This is an optimization exercise on Yosys and OpenROAD, whose aim is small area, not a production implementation. RTL that was checked went through simulation tests only; none was proved equivalent to the original. Power and IR drop assume default switching activity.

==> build 35: inputs <==
==> flow/design.v (excerpt) <==
module apg_datagen (
    input  wire        clk,
    input  wire        rst,         
    input  wire        cfg_we,
    input  wire [4:0]  cfg_addr,
    input  wire [31:0] cfg_wdata,
    input  wire        restart,
    input  wire        ev_valid,
    input  wire [3:0]  ev_func,
    input  wire        ev_inv,
    input  wire [4:0]  ev_wm1,      
    input  wire [15:0] ev_x,
    input  wire [15:0] ev_y,
    output reg         d_valid,
    output reg  [31:0] d,
    output reg         param_zero,
    output reg         bad_write
);
==> flow/config.mk <==
export PLATFORM = sky130hd
export DESIGN_NAME = apg_datagen
export DESIGN_NICKNAME = apg_datagen
export VERILOG_FILES = /design/flow/design.v
export SDC_FILE = /design/flow/constraint.sdc
export NUM_CORES = 4
export LEC_CHECK = 0
export CAP_MARGIN = 20
export CORE_MARGIN = 2
export CORE_UTILIZATION = 50
export SLEW_MARGIN = 20
export SYNTH_HIERARCHICAL = 1
export SYNTH_MINIMUM_KEEP_SIZE = 0
==> flow/constraint.sdc <==
create_clock -name core_clock -period 60.0 [get_ports {clk}]
set_input_delay 12.0000 -clock core_clock [delete_from_list [all_inputs] [get_ports {clk}]]
set_output_delay 12.0000 -clock core_clock [all_outputs]
set_load 0.01 [all_outputs]
standard.sh (not shown) runs the stock make flow with config.mk's settings and CLKGATE_MAP_FILE= SYNTH_SCRIPT=/design/flow/synth_recipe.tcl, a recipe that flattens the netlist after the stock synthesis.
==> flow/flow/run.sh <==
#!/bin/bash
# Standard ORFS layout with two changes that only affect the cells added by
# the layout itself:
#  - port buffers are sky130_fd_sc_hd__buf_1 (every input and output port
#    still gets its own buffer);
#  - the clock tree is built from sky130_fd_sc_hd__clkbuf_4 without dummy
#    loads.
# Each tool's full output stays in its ORFS log (orfs/logs/...); make's
# output goes to standard.log.
set -euo pipefail
export BUFFER_PORTS_ARGS="-buffer_cell sky130_fd_sc_hd__buf_1"
export CTS_ARGS="-sink_clustering_enable -repair_clock_nets -buf_list sky130_fd_sc_hd__clkbuf_4 -dont_use_dummy_load"
bash standard.sh > standard.log 2>&1
==> build 8 (differences from build 35) <==
--- a/flow/design.v
+++ b/flow/design.v
@@ -121,30 +121,20 @@
         .sel({sel_oh & {4{restart}}, sel_oh & {4{~restart}}}), .o(sel_start));
     wire [31:0] gen_bits;
     wire [30:0] next_state;
     apg_prbs u_prbs (.s(sel_start), .poly_oh(poly_oh), .wm1(ev_wm1),
                      .bits(gen_bits), .next(next_state));
     wire prbs_step = ev_valid & is_prbs;
     wire [30:0] next_r = rst ? 31'h7F : next_state;
-    genvar gn;
-    generate
-        for (gn = 0; gn < 4; gn = gn + 1) begin : G_ST
-            wire [2:0] pl      = lfsr_poly[gn];
-            wire       sel_new = rst | (prbs_step & sel_oh[gn]);
-            wire       sel_sd  = ~sel_new & restart;
-            wire       hold    = ~sel_new & ~restart;
-            wire [5:0] grp = {pl[2] & pl[0], pl[2], pl[2] | (pl[1] & pl[0]),
-                              pl[2] | pl[1], pl[2] | pl[1] | pl[0], 1'b1};
-            wire [30:0] d_st;
-            apg_lfsrd u_d (.nx(next_r), .sd(lfsr_seed[gn]), .q(lfsr_state[gn]),
-                           .sel_new(sel_new), .sel_sd(grp & {6{sel_sd}}),
-                           .hold(hold), .d(d_st));
-            always @(posedge clk) lfsr_state[gn] <= d_st;
-        end
-    endgenerate
+    always @(posedge clk) begin
+        for (i = 0; i < 4; i = i + 1)
+            if (rst | restart | (prbs_step & (sel_n == i)))
+                lfsr_state[i] <= (rst | (prbs_step & (sel_n == i))) ? next_r :
+                                 (lfsr_seed[i] & poly_mask(lfsr_poly[i]));
+    end
     wire [2:0]  bar_idx;
     apg_bardiv u_bardiv (.x(ev_x), .nb(nbarw), .q(bar_idx));
     wire [7:0]  bar_oh = 8'b1 << bar_idx;
     wire [31:0] bar_rd;
     apg_aomux #(.N(8), .W(32)) u_barmux (
         .d({bar[7], bar[6], bar[5], bar[4], bar[3], bar[2], bar[1], bar[0]}),
         .sel(bar_oh), .o(bar_rd));
@@ -194,27 +184,14 @@
     integer i;
     always @(*) begin
         o = {W{1'b0}};
         for (i = 0; i < N; i = i + 1)
             o = o | (d[W*i +: W] & {W{sel[i]}});
     end
 endmodule
-module apg_lfsrd (
-    input  wire [30:0] nx,
-    input  wire [30:0] sd,
-    input  wire [30:0] q,
-    input  wire        sel_new,
-    input  wire [5:0]  sel_sd,      
-    input  wire        hold,
-    output wire [30:0] d
-);
-    wire [30:0] sg = {{8{sel_sd[5]}}, {8{sel_sd[4]}}, {4{sel_sd[3]}},
-                      {2{sel_sd[2]}}, {2{sel_sd[1]}}, {7{sel_sd[0]}}};
-    assign d = ({31{sel_new}} & nx) | (sg & sd) | ({31{hold}} & q);
-endmodule
 module apg_bardiv (
     input  wire [15:0] x,
     input  wire [16:0] nb,
     output wire [2:0]  q
 );
     wire [13:0] d2;
     wire [14:0] c2;
==> flow/run.sh (new file) <==
#!/bin/bash
# synth_recipe.tcl (not shown) runs the flow's synth.tcl, then flattens the netlist and writes it again
# the make line also repeats each setting of config.mk as NAME=value (left out here)
make -C /OpenROAD-flow-scripts/flow DESIGN_CONFIG=/design/flow/config.mk WORK_HOME=/design/flow/orfs CLKGATE_MAP_FILE= SYNTH_SCRIPT=/design/flow/synth_recipe.tcl finish
Settings changed: CORE_UTILIZATION 50 to 25, CTS_BUF_LIST set to sky130_fd_sc_hd__clkbuf_4.
removed: flow/flow/run.sh
removed: flow/standard.sh
==> comparison <==
In build 35 the synthesized cell count is higher than in build 8, by 1.7%. Of build 35 and build 8, build 35 has the higher sequential share of layout area (gap 0.70 points). Of build 8 and build 35, build 8 has the higher wire length (gap 7.6%, measured against build 35). In build 8 the maximum frequency is smaller than in build 35, by about 2.2%. Of build 35 and build 8, build 35 has the higher clock skew (gap 0.034 ns). Against build 35, the die area of build 8 is higher by about 100%. In build 8 the final cell count is larger than in build 35, by 25%. Against build 8, the register-to-register slack of build 35 is worse by 0.13 ns. Via count: build 8 is higher than build 35 (0.63%). Against build 8, the first-iteration DRC count of build 35 is higher by 15%. Setup slack: build 8 is lower than build 35 (0.91 ns).
Function was not checked in any run of this note: the RTL went through the layout flow alone.

==> inputs of 07-27 <==
Another version of the RTL of apg_datagen (not shown whole).
==> flow/config.mk <==
export PLATFORM = sky130hd
export DESIGN_NAME = apg_datagen
export DESIGN_NICKNAME = apg_datagen
export VERILOG_FILES = /design/flow/design.v
export SDC_FILE = /design/flow/constraint.sdc
export NUM_CORES = 4
export LEC_CHECK = 0
export CAP_MARGIN = 20
export CELL_PAD_IN_SITES_DETAIL_PLACEMENT = 2
export CELL_PAD_IN_SITES_GLOBAL_PLACEMENT = 2
export CORE_MARGIN = 2
export CORE_UTILIZATION = 30
export PLACE_DENSITY = 0.35
export SLEW_MARGIN = 20
export SYNTH_HIERARCHICAL = 1
export SYNTH_MINIMUM_KEEP_SIZE = 0
==> flow/constraint.sdc <==
create_clock -name core_clock -period 60.0 [get_ports {clk}]
set_input_delay 12.0000 -clock core_clock [delete_from_list [all_inputs] [get_ports {clk}]]
set_output_delay 12.0000 -clock core_clock [all_outputs]
set_load 0.01 [all_outputs]
==> flow/flow/run.sh <==
#!/bin/bash
# Standard ORFS layout with two changes that only affect the cells added by
# the layout itself:
#  - port buffers are sky130_fd_sc_hd__buf_1 (every input and output port
#    still gets its own buffer);
#  - the clock tree is built from sky130_fd_sc_hd__clkbuf_4, with clusters
#    of at most 8 flip-flops and 50 um, and without dummy loads.
# Each tool's full output stays in its ORFS log (orfs/logs/...); make's
# output goes to standard.log.
set -euo pipefail
export BUFFER_PORTS_ARGS="-buffer_cell sky130_fd_sc_hd__buf_1"
export CTS_ARGS="-sink_clustering_enable -repair_clock_nets -buf_list sky130_fd_sc_hd__clkbuf_4 -sink_clustering_size 8 -sink_clustering_max_diameter 50 -dont_use_dummy_load"
bash standard.sh > standard.log 2>&1
==> 05-01: changes against 07-27 <==
==> flow/flow/run.sh (replaced) <==
#!/bin/bash
# Standard ORFS layout with two changes that only affect the cells added by
# the layout itself:
#  - port buffers are sky130_fd_sc_hd__buf_1 (every input and output port
#    still gets its own buffer);
#  - the clock tree is built from sky130_fd_sc_hd__clkbuf_8, with clusters
#    of at most 16 flip-flops and 60 um, and without dummy loads.
# Each tool's full output stays in its ORFS log (orfs/logs/...); make's
# output goes to standard.log.
set -euo pipefail
export BUFFER_PORTS_ARGS="-buffer_cell sky130_fd_sc_hd__buf_1"
export CTS_ARGS="-sink_clustering_enable -repair_clock_nets -buf_list sky130_fd_sc_hd__clkbuf_8 -sink_clustering_size 16 -sink_clustering_max_diameter 60 -dont_use_dummy_load"
bash standard.sh > standard.log 2>&1
==> flow/config.mk (replaced) <==
export PLATFORM = sky130hd
export DESIGN_NAME = apg_datagen
export DESIGN_NICKNAME = apg_datagen
export VERILOG_FILES = /design/flow/design.v
export SDC_FILE = /design/flow/constraint.sdc
export NUM_CORES = 4
export LEC_CHECK = 0
export CAP_MARGIN = 20
export CELL_PAD_IN_SITES_DETAIL_PLACEMENT = 1
export CELL_PAD_IN_SITES_GLOBAL_PLACEMENT = 1
export CORE_MARGIN = 2
export CORE_UTILIZATION = 40
export PLACE_DENSITY = 0.45
export SLEW_MARGIN = 20
export SYNTH_HIERARCHICAL = 1
export SYNTH_MINIMUM_KEEP_SIZE = 0
==> qor summary <==
Number of clock buffers inserted by TritonCTS: 05-01 66; 07-27 108
Result of the run: 05-01 complete, no violations; 07-27 complete, no violations
Antenna diodes: 05-01 3; 07-27 6
First-pass GRT wire length: 05-01 250,000 microns; 07-27 284,000 microns
Area delta synth->final: 05-01 8.11%; 07-27 9.71%
Crit Path Max Fanout: 05-01 33; 07-27 36
Drt via density: 05-01 6.91; 07-27 6.36
Sequential power share: 05-01 0.270; 07-27 0.262
Initial antenna violation count: 05-01 18; 07-27 19
Total non-filler cell area in the finished layout: 05-01 42,600 sq um; 07-27 43,200 sq um
Number of clock buffer instances in the layout: 05-01 66; 07-27 108
DP Worst Slack: 05-01 19.29 ns; 07-27 19.02 ns
Initial standard-cell utilization of the core: 05-01 0.402; 07-27 0.303
Power of the combinational group: 05-01 1260 uW; 07-27 1330 uW

==> build 52 <==
Starting RTL as in the previous note.
// apg_datagen
module apg_datagen (
    input  wire        clk,
    input  wire        rst,         
    input  wire        cfg_we,
    input  wire [4:0]  cfg_addr,
    input  wire [31:0] cfg_wdata,
    input  wire        restart,
    input  wire        ev_valid,
    input  wire [3:0]  ev_func,
    input  wire        ev_inv,
    input  wire [4:0]  ev_wm1,      
    input  wire [15:0] ev_x,
    input  wire [15:0] ev_y,
    output reg         d_valid,
    output reg  [31:0] d,
    output reg         param_zero,
    output reg         bad_write
);
export LEC_CHECK = 0
export CAP_MARGIN = 20
export CELL_PAD_IN_SITES_DETAIL_PLACEMENT = 2
export CELL_PAD_IN_SITES_GLOBAL_PLACEMENT = 2
export CORE_MARGIN = 2
export CORE_UTILIZATION = 30
export PLACE_DENSITY = 0.35
export SLEW_MARGIN = 20
export SYNTH_HIERARCHICAL = 1
export SYNTH_MINIMUM_KEEP_SIZE = 0
create_clock -name core_clock -period 60.0 [get_ports {clk}]
==> flow/flow/run.sh <==
#!/bin/bash
# Standard ORFS layout with two changes that only affect the cells added by
# the layout itself:
#  - port buffers are sky130_fd_sc_hd__buf_1 (every input and output port
#    still gets its own buffer);
#  - the clock tree is built from sky130_fd_sc_hd__clkbuf_8, with clusters
#    of at most 16 flip-flops and 60 um, and without dummy loads.
# Each tool's full output stays in its ORFS log (orfs/logs/...); make's
# output goes to standard.log.
set -euo pipefail
export BUFFER_PORTS_ARGS="-buffer_cell sky130_fd_sc_hd__buf_1"
export CTS_ARGS="-sink_clustering_enable -repair_clock_nets -buf_list sky130_fd_sc_hd__clkbuf_8 -sink_clustering_size 16 -sink_clustering_max_diameter 60 -dont_use_dummy_load"
bash standard.sh > standard.log 2>&1
==> inputs of trial 83, as changes to build 52 <==
==> flow/flow/run.sh (replaced) <==
#!/bin/bash
# Standard ORFS layout with two changes that only affect the cells added by
# the layout itself:
#  - port buffers are sky130_fd_sc_hd__buf_1 (every input and output port
#    still gets its own buffer);
#  - the clock tree is built from sky130_fd_sc_hd__clkbuf_8, with clusters
#    of at most 12 flip-flops and 70 um, and without dummy loads.
# Each tool's full output stays in its ORFS log (orfs/logs/...); make's
# output goes to standard.log.
set -euo pipefail
export BUFFER_PORTS_ARGS="-buffer_cell sky130_fd_sc_hd__buf_1"
export CTS_ARGS="-sink_clustering_enable -repair_clock_nets -buf_list sky130_fd_sc_hd__clkbuf_8 -sink_clustering_size 12 -sink_clustering_max_diameter 70 -dont_use_dummy_load"
bash standard.sh > standard.log 2>&1
==> comparison <==
- Against build 52, the setup slack of trial 83 is higher by 0.014 ns.
- In fmax, build 52 and trial 83 hardly differ.
- Hold slack: build 52 is worse than trial 83 (0.00067 ns).
- Between trial 83 and build 52, the lower clock-buffer cell count is in trial 83 (gap 2).
- In sequential share of layout area, trial 83 and build 52 hardly differ.
- Combinational power is about the same in trial 83 and build 52.
- Sequential power is about the same in build 52 and trial 83.
- In area after synthesis, build 52 and trial 83 do not differ.
- Cell count is about the same in build 52 and trial 83.
==> figures <==
	build 52	trial 83
Met2 layer wire length in the routed design	97,100 um	98,200 um
Worst slew slack as a fraction of its limit	0.220	0.157
Crit path time final	40.16 ns	40.14 ns
Delay of the slowest cell on the worst path	0.92 ns	0.94 ns
Internal	1.11 mW	1.11 mW
Data arrival time at the worst-slack endpoint	40.82 ns	40.81 ns
Clock share of power	0.126	0.125
Worst-Margin Slew	1.16 ns	1.25 ns
Run status	complete, no violations	complete, no violations
Detailed Route WL	201,000 um	201,000 um
Fill cell count	13,800	13,800
Net switching power figure	1.05 mW	1.04 mW
Seq/total area	0.409	0.409
Highest clock frequency the design can meet	24.9 MHz	24.9 MHz
End of the worst hold path	lfsr_state[2][25]	lfsr_state[0][13]
Fraction of area in multi-input gates	0.458	0.458
Worst hold margin	0.477 ns	0.478 ns
Number of global-route vias before repair	36,100	36,100
Clock-cell share	0.0238	0.0231

[what the ideal ports hide]
Ports are ideal in the flow. The routed layouts listed here were re-timed in OpenROAD.
Step 1: set_driving_cell puts a clkbuf_16 on clk and a buf_2 on each other input, an assumption about the parent block.
Step 2, shift: input delay + t, output delay - t, t = (earliest + latest rising clock arrival at the registers) / 2. This alone moves slack from input paths to output paths.
a / b / c = no drivers / after step 1 / after step 2; a / b = the first two.
run	shift t [ns]	setup WS [ns]	hold WS [ns]	latest minus earliest clock arrival (ns)
build 35	1.036	19.252 / 19.264 / 18.228	0.463 / 0.463 / 0.463	0.141 / 0.140
build 8	1.102	18.344 / 18.306 / 17.204	0.586 / 0.586 / 0.586	0.133 / 0.134
07-27	1.079	19.977 / 20.020 / 18.941	0.470 / 0.470 / 0.470	0.212 / 0.212
05-01	0.766	20.084 / 20.103 / 19.337	0.471 / 0.471 / 0.471	0.140 / 0.140
build 52	0.809	19.845 / 19.889 / 19.080	0.477 / 0.477 / 0.477	0.122 / 0.122
trial 83	0.794	19.858 / 19.903 / 19.109	0.478 / 0.478 / 0.478	0.126 / 0.126
After both steps setup and hold are still met in every run listed. For build 8, which loses most, drivers alone change the setup slack by -0.038 ns; drivers and shift together by -1.140 ns.
